From an optimization exercise on the open Yosys and OpenROAD flow, aimed at small area, a short achievable clock period and few clock cycles per item; shortcuts taken in it are not production practice.
The RTL was checked by simulation tests, not by an equivalence proof against the original design.

[design.v]
module sha256_lane (
    input  wire         clk,
    input  wire         rst_n,    
    input  wire         start,    
    input  wire         first,    
    input  wire [511:0] block,    
    output wire         ready,
    output reg          done,
    output wire [255:0] digest    
);
    localparam [1:0] S_IDLE = 2'd0, S_RUN = 2'd1, S_FINAL = 2'd2;
    localparam [255:0] IV = {32'h6a09e667, 32'hbb67ae85, 32'h3c6ef372, 32'ha54ff53a,
                             32'h510e527f, 32'h9b05688c, 32'h1f83d9ab, 32'h5be0cd19};
    reg [1:0]  state;
    reg [5:0]  round;
    reg [31:0] hv [0:7];    
    reg [31:0] a, b, c, d, e, f, g, h;
    reg [31:0] w [0:15];    
    localparam [2047:0] KTAB = {
        32'h428a2f98, 32'h71374491, 32'hb5c0fbcf, 32'he9b5dba5,
        32'h3956c25b, 32'h59f111f1, 32'h923f82a4, 32'hab1c5ed5,
        32'hd807aa98, 32'h12835b01, 32'h243185be, 32'h550c7dc3,
        32'h72be5d74, 32'h80deb1fe, 32'h9bdc06a7, 32'hc19bf174,
        32'he49b69c1, 32'hefbe4786, 32'h0fc19dc6, 32'h240ca1cc,
        32'h2de92c6f, 32'h4a7484aa, 32'h5cb0a9dc, 32'h76f988da,
        32'h983e5152, 32'ha831c66d, 32'hb00327c8, 32'hbf597fc7,
        32'hc6e00bf3, 32'hd5a79147, 32'h06ca6351, 32'h14292967,
        32'h27b70a85, 32'h2e1b2138, 32'h4d2c6dfc, 32'h53380d13,
        32'h650a7354, 32'h766a0abb, 32'h81c2c92e, 32'h92722c85,
        32'ha2bfe8a1, 32'ha81a664b, 32'hc24b8b70, 32'hc76c51a3,
        32'hd192e819, 32'hd6990624, 32'hf40e3585, 32'h106aa070,
        32'h19a4c116, 32'h1e376c08, 32'h2748774c, 32'h34b0bcb5,
        32'h391c0cb3, 32'h4ed8aa4a, 32'h5b9cca4f, 32'h682e6ff3,
        32'h748f82ee, 32'h78a5636f, 32'h84c87814, 32'h8cc70208,
        32'h90befffa, 32'ha4506ceb, 32'hbef9a3f7, 32'hc67178f2
    };
    wire [31:0] k_t = KTAB[2047 - 32*round -: 32];
    wire [31:0] big_s1 = {e[5:0], e[31:6]} ^ {e[10:0], e[31:11]} ^ {e[24:0], e[31:25]};
    wire [31:0] big_s0 = {a[1:0], a[31:2]} ^ {a[12:0], a[31:13]} ^ {a[21:0], a[31:22]};
    wire [31:0] ch     = (e & f) ^ (~e & g);
    wire [31:0] maj    = (a & b) ^ (a & c) ^ (b & c);
    wire [31:0] t1     = h + big_s1 + ch + k_t + w[0];
    wire [31:0] t2     = big_s0 + maj;
    wire [31:0] sml_s0 = {w[1][6:0], w[1][31:7]}   ^ {w[1][17:0], w[1][31:18]}  ^ (w[1] >> 3);
    wire [31:0] sml_s1 = {w[14][16:0], w[14][31:17]} ^ {w[14][18:0], w[14][31:19]} ^ (w[14] >> 10);
    wire [31:0] w_new  = sml_s1 + w[9] + sml_s0 + w[0];
    assign ready  = (state == S_IDLE);
    assign digest = {hv[0], hv[1], hv[2], hv[3], hv[4], hv[5], hv[6], hv[7]};
    integer i;
    always @(posedge clk) begin
        if (!rst_n) begin
            state <= S_IDLE;
            round <= 6'd0;
            done  <= 1'b0;
        end else begin
            done <= 1'b0;
            case (state)
                S_IDLE: begin
                    if (start) begin
                        round <= 6'd0;
                        state <= S_RUN;
                    end
                end
                S_RUN: begin
                    round <= round + 6'd1;
                    if (round == 6'd63)
                        state <= S_FINAL;
                end
                S_FINAL: begin
                    done  <= 1'b1;
                    state <= S_IDLE;
                end
                default: state <= S_IDLE;
            endcase
        end
    end
    always @(posedge clk) begin
        case (state)
            S_IDLE: begin
                if (start) begin
                    for (i = 0; i < 16; i = i + 1)
                        w[i] <= block[511 - 32*i -: 32];
                    if (first) begin
                        for (i = 0; i < 8; i = i + 1)
                            hv[i] <= IV[255 - 32*i -: 32];
                        {a, b, c, d, e, f, g, h} <= IV;
                    end else begin
                        {a, b, c, d, e, f, g, h} <=
                            {hv[0], hv[1], hv[2], hv[3], hv[4], hv[5], hv[6], hv[7]};
                    end
                end
            end
            S_RUN: begin
                h <= g;
                g <= f;
                f <= e;
                e <= d + t1;
                d <= c;
                c <= b;
                b <= a;
                a <= t1 + t2;
                for (i = 0; i < 15; i = i + 1)
                    w[i] <= w[i+1];
                w[15] <= w_new;
            end
            S_FINAL: begin
                hv[0] <= hv[0] + a;
                hv[1] <= hv[1] + b;
                hv[2] <= hv[2] + c;
                hv[3] <= hv[3] + d;
                hv[4] <= hv[4] + e;
                hv[5] <= hv[5] + f;
                hv[6] <= hv[6] + g;
                hv[7] <= hv[7] + h;
            end
            default: ;
        endcase
    end
endmodule
[run.sh]
#!/bin/bash
# synth_recipe.tcl (not shown) runs the flow's synth.tcl, then flattens the netlist and writes it again
# the make line also repeats each setting of config.mk as NAME=value (left out here)
make -C /OpenROAD-flow-scripts/flow DESIGN_CONFIG=/design/flow/config.mk WORK_HOME=/design/flow/orfs CLKGATE_MAP_FILE= SYNTH_SCRIPT=/design/flow/synth_recipe.tcl finish
[config.mk]
export PLATFORM = sky130hd
export DESIGN_NAME = sha256_lane
export DESIGN_NICKNAME = sha256_lane
export VERILOG_FILES = /design/flow/design.v
export SDC_FILE = /design/flow/constraint.sdc
export NUM_CORES = 4
export LEC_CHECK = 0
export CAP_MARGIN = 20
export CORE_MARGIN = 2
export CORE_UTILIZATION = 40
export SLEW_MARGIN = 20
[constraint.sdc]
create_clock -name core_clock -period 9.5 [get_ports {clk}]
set_input_delay 1.9000 -clock core_clock [delete_from_list [all_inputs] [get_ports {clk}]]
set_output_delay 1.9000 -clock core_clock [all_outputs]
set_load 0.01 [all_outputs]
==> notes.md <==
final timing paths:
path | to | slack (ns) | startpoint | depth (start not counted)
max | a[31]$_DFFE_PP_ | 0.32 | round[1]$_SDFFE_PN0P_ | 40
min | w[3][11]$_DFFE_PP_ | 0.50 | w[4][11]$_DFFE_PP_ | 2
max reg2reg | a[31]$_DFFE_PP_ | 0.32 | round[1]$_SDFFE_PN0P_ | 40
min reg2reg | w[3][11]$_DFFE_PP_ | 0.50 | w[4][11]$_DFFE_PP_ | 2
cell usage after synthesis (all sizes together) (17+ instances only):
library cell | count | area share
nor2b | 55 | 0.0048
fa | 195 | 0.054
inv | 286 | 0.015
nand2 | 1978 | 0.10
a21boi | 18 | 0.0019
a211oi | 63 | 0.0066
o31ai | 34 | 0.0036
ha | 389 | 0.068
xor2 | 160 | 0.019
nor3 | 198 | 0.014
maj3 | 24 | 0.0033
nor3b | 17 | 0.0018
a2111oi | 18 | 0.0028
mux2i | 36 | 0.0050
o211ai | 51 | 0.0053
xnor2 | 392 | 0.048
a21o | 169 | 0.018
o21bai | 31 | 0.0032
o21ai | 489 | 0.034
edfxtp | 1024 | 0.43
and2 | 23 | 0.0020
clkbuf | 407 | 0.021
a211o | 20 | 0.0024
a31oi | 58 | 0.0050
a21oi | 562 | 0.039
nand2b | 68 | 0.0059
o21a | 72 | 0.0075
nand3 | 125 | 0.0087
nand4 | 25 | 0.0022
buf | 30 | 0.0016
nor2 | 536 | 0.028
or2 | 19 | 0.0016
and3 | 41 | 0.0036
mux2 | 32 | 0.0050
or3 | 31 | 0.0028
layout make-up:
type	instances	area (um2)	share of cell area
well taps	2355	2950	0.0330
flip-flops and latches	1033	30900	0.346
inverters	287	1080	0.0121
clock buffers	161	3450	0.0387
clock inverters	71	827	0.00926
multi-input cells	6121	38700	0.433
diodes	28	70.1	0.000785
repair buffers	1209	11300	0.127
per-stage QoR:
step           TNS (ns)  std cells  setup WS (ns)  utilization
2_1_floorplan  -4270.34       7878          -4.90            -
3_3_place_gp     -0.458      11000         -0.359        0.474
3_5_place_dp     -0.652      11000         -0.410        0.474
4_1_cts               0      11200        0.00143        0.498
5_1_grt         -0.0611      11300        -0.0370        0.500
6_report              0      11300          0.320        0.500
cells by family (layout without fill, tap and decap cells):
kind of cell	count (synthesis)	count (layout)	synth area share
other	0	28	0
XOR/XNOR	552	552	0.0671
buffers and inverters	724	1728	0.0377
flip-flops	1033	1033	0.429
multiplexers	71	71	0.0109
AO/OA/AOI/OAI	1728	1728	0.147
AND/OR/NAND/NOR	3162	3162	0.183
adder cells (fa/ha/maj)	608	608	0.125
per-layer routing:
metal  GRT usage  part of all wire
met2       0.541              0.48
met3      0.0508             0.062
met1       0.421              0.41
met4       0.153             0.050
met5           0           0.00034
what timing repair did:
item | CTS | global route
setup endpoints to repair | 4 | 11
gates resized for setup | 8 | 33
pin swaps | 0 | 1
buffers inserted | 0 | 6
flip-flops by register name, indices dropped and copies added (netlist names):
register	count
w	512
c	32
done	1
g	32
d	32
e	32
round	6
h	32
f	32
b	32
state	2
hv	256
a	32
worst max-delay path, delay by kind of cell, from the launching register on:
kind | cells | cell delay, ns
AOI/OAI and AO/OA | 13 | 2.74
xor gates and xnor gates | 2 | 0.32
adders and majority gates | 8 | 2.92
buffers and inverters | 13 | 1.72
DFF | 1 | 0.31
muxes | 1 | 0.40
and+or+nand+nor | 3 | 0.45
==> results.py <==
metrics = {
    "sta": {
        "timing.fmax_mhz": 109,
        "finalSetupViolations": 0,
        "maxSlewViolCount": 0,
        "hold_violations": 0,
        "worstMarginPinSlew_ns": 1.13,
        "fin_crit_ns": 9.18,
        "relSlewSlack": 0.246,
        "fin_skew_ns": 0.0448,
        "fin_crit_sh": 0.966,
        "fin_worst_hold_slack_ns": 0.497,
    },
    "run": {
        "max_cap_viol_count": 0,
    },
    "synth": {
        "synthCells": 7878,
        "syn_area_um2": 72000,
        "synth-seq-cells": 1033,
        "synth-async-reset-ratio": 0,
        "synth_edf_count": 1024,
        "synth_ff_type": "edfxtp_1",
        "syn_area_per_cell_um2": 9.14,
        "syn_nets": 8978,
        "ys_types": 85,
        "synth-seq-area-share": 0.429,
        "yosysWarnings": 3,
    },
    "clock_tree": {
        "clk_pin_slew_worst_paths_ns": 0.06,
        "cts_root_buf": "clkbuf_16",
        "cts.sinks": 1033,
        "cts_htree_levels": 4,
        "cts_tree": "built",
        "cts_buffers": 130,
        "worstSkewPairLatency_ns": 0.82,
        "clock_path_buffers": 3,
        "ctsHoldBuffers": 0,
    },
    "final_layout": {
        "final_cell_mix": "1978 x nand2_1, 1024 x edfxtp_1, 772 x clkdlybuf4s50_1",
        "syn_to_final_growth_pct": 23.9,
        "design_area_um2": 89300,
        "layout_commonest_cell": "nand2_1",
        "layout-drive-gt1-share": 0.0837,
        "nets": 9882,
        "fillers": 16800,
    },
    "die": {
        "die_h_um": 428,
        "die_w_um": 428,
        "num_rows": 155,
        "start_util": 0.403,
        "io_pins": 774,
        "core_um2": 179000,
        "dieArea_um2": 184000,
    },
    "route": {
        "drtIter0Drc": 6342,
        "wire_per_inst_um": 27.4,
        "vias": 63700,
        "drt-total-wl_um": 309000,
        "via_per_inst": 5.66,
        "drtAntennaViolNets": 0,
        "drt-pass1-iter-count": 6,
        "drc_errors": 0,
    },
    "global_route": {
        "grt_pass1_wl_um": 438000,
        "grt_usage": 0.327,
        "overflow": 0,
        "grt_max_degree": 167,
        "grt_pass1_vias": 61500,
        "antenna_found_initial": 44,
    },
    "place": {
        "dpl.hpwl_um": 241000,
        "gp_congestion": 0.986,
        "place_area_um2": 84700,
        "port_buffers": 773,
    },
    "run_status": {
        "outcome": "no timing/DRC/antenna violations",
    },
    "worst_setup_path": {
        "crit_fanout": 22,
        "endpoint_kind": "flop",
        "startpoint_type": "flop",
        "crit_arrival_ns": 9.71,
        "required_ns": 10.03,
        "cp_slowest_cell": "fa_1",
        "max_stage_delay_ns": 0.49,
        "crit_type": "flop to flop",
    },
    "hold_path": {
        "min_path_type": "flop to flop",
    },
}
Testbench counts, summed over its fixed seeds: cycles 51,686, blocks 783.

[re-timing with driven ports]
The results above use ideal ports. As a check the final layout listed here was re-extracted and re-timed, cells and wires unchanged.
Step 1 (the two cells are an assumption about what drives the block):
set clk [get_ports {clk}]
set_driving_cell -lib_cell sky130_fd_sc_hd__clkbuf_16 $clk
set_driving_cell -lib_cell sky130_fd_sc_hd__buf_2 [delete_from_list [all_inputs] $clk]
Step 2 also shifts input and output timing later by t, the mid clock arrival at the registers, as if the neighbouring blocks saw the same clock.
a / b / c = ideal / step 1 / step 2; a / b = the first two.
shift t [ns]: 0.889
setup WS [ns]: 0.320 / 0.320 / 0.320
hold WS [ns]: 0.497 / 0.497 / 0.497
worst register clock-pin slew, ns: 0.08 / 0.08
cell pins on the clock port's net: 1
After both steps setup and hold are still met in this run. The setup slack of this run moves by 0.000 ns with the drivers and by 0.000 ns with both steps.
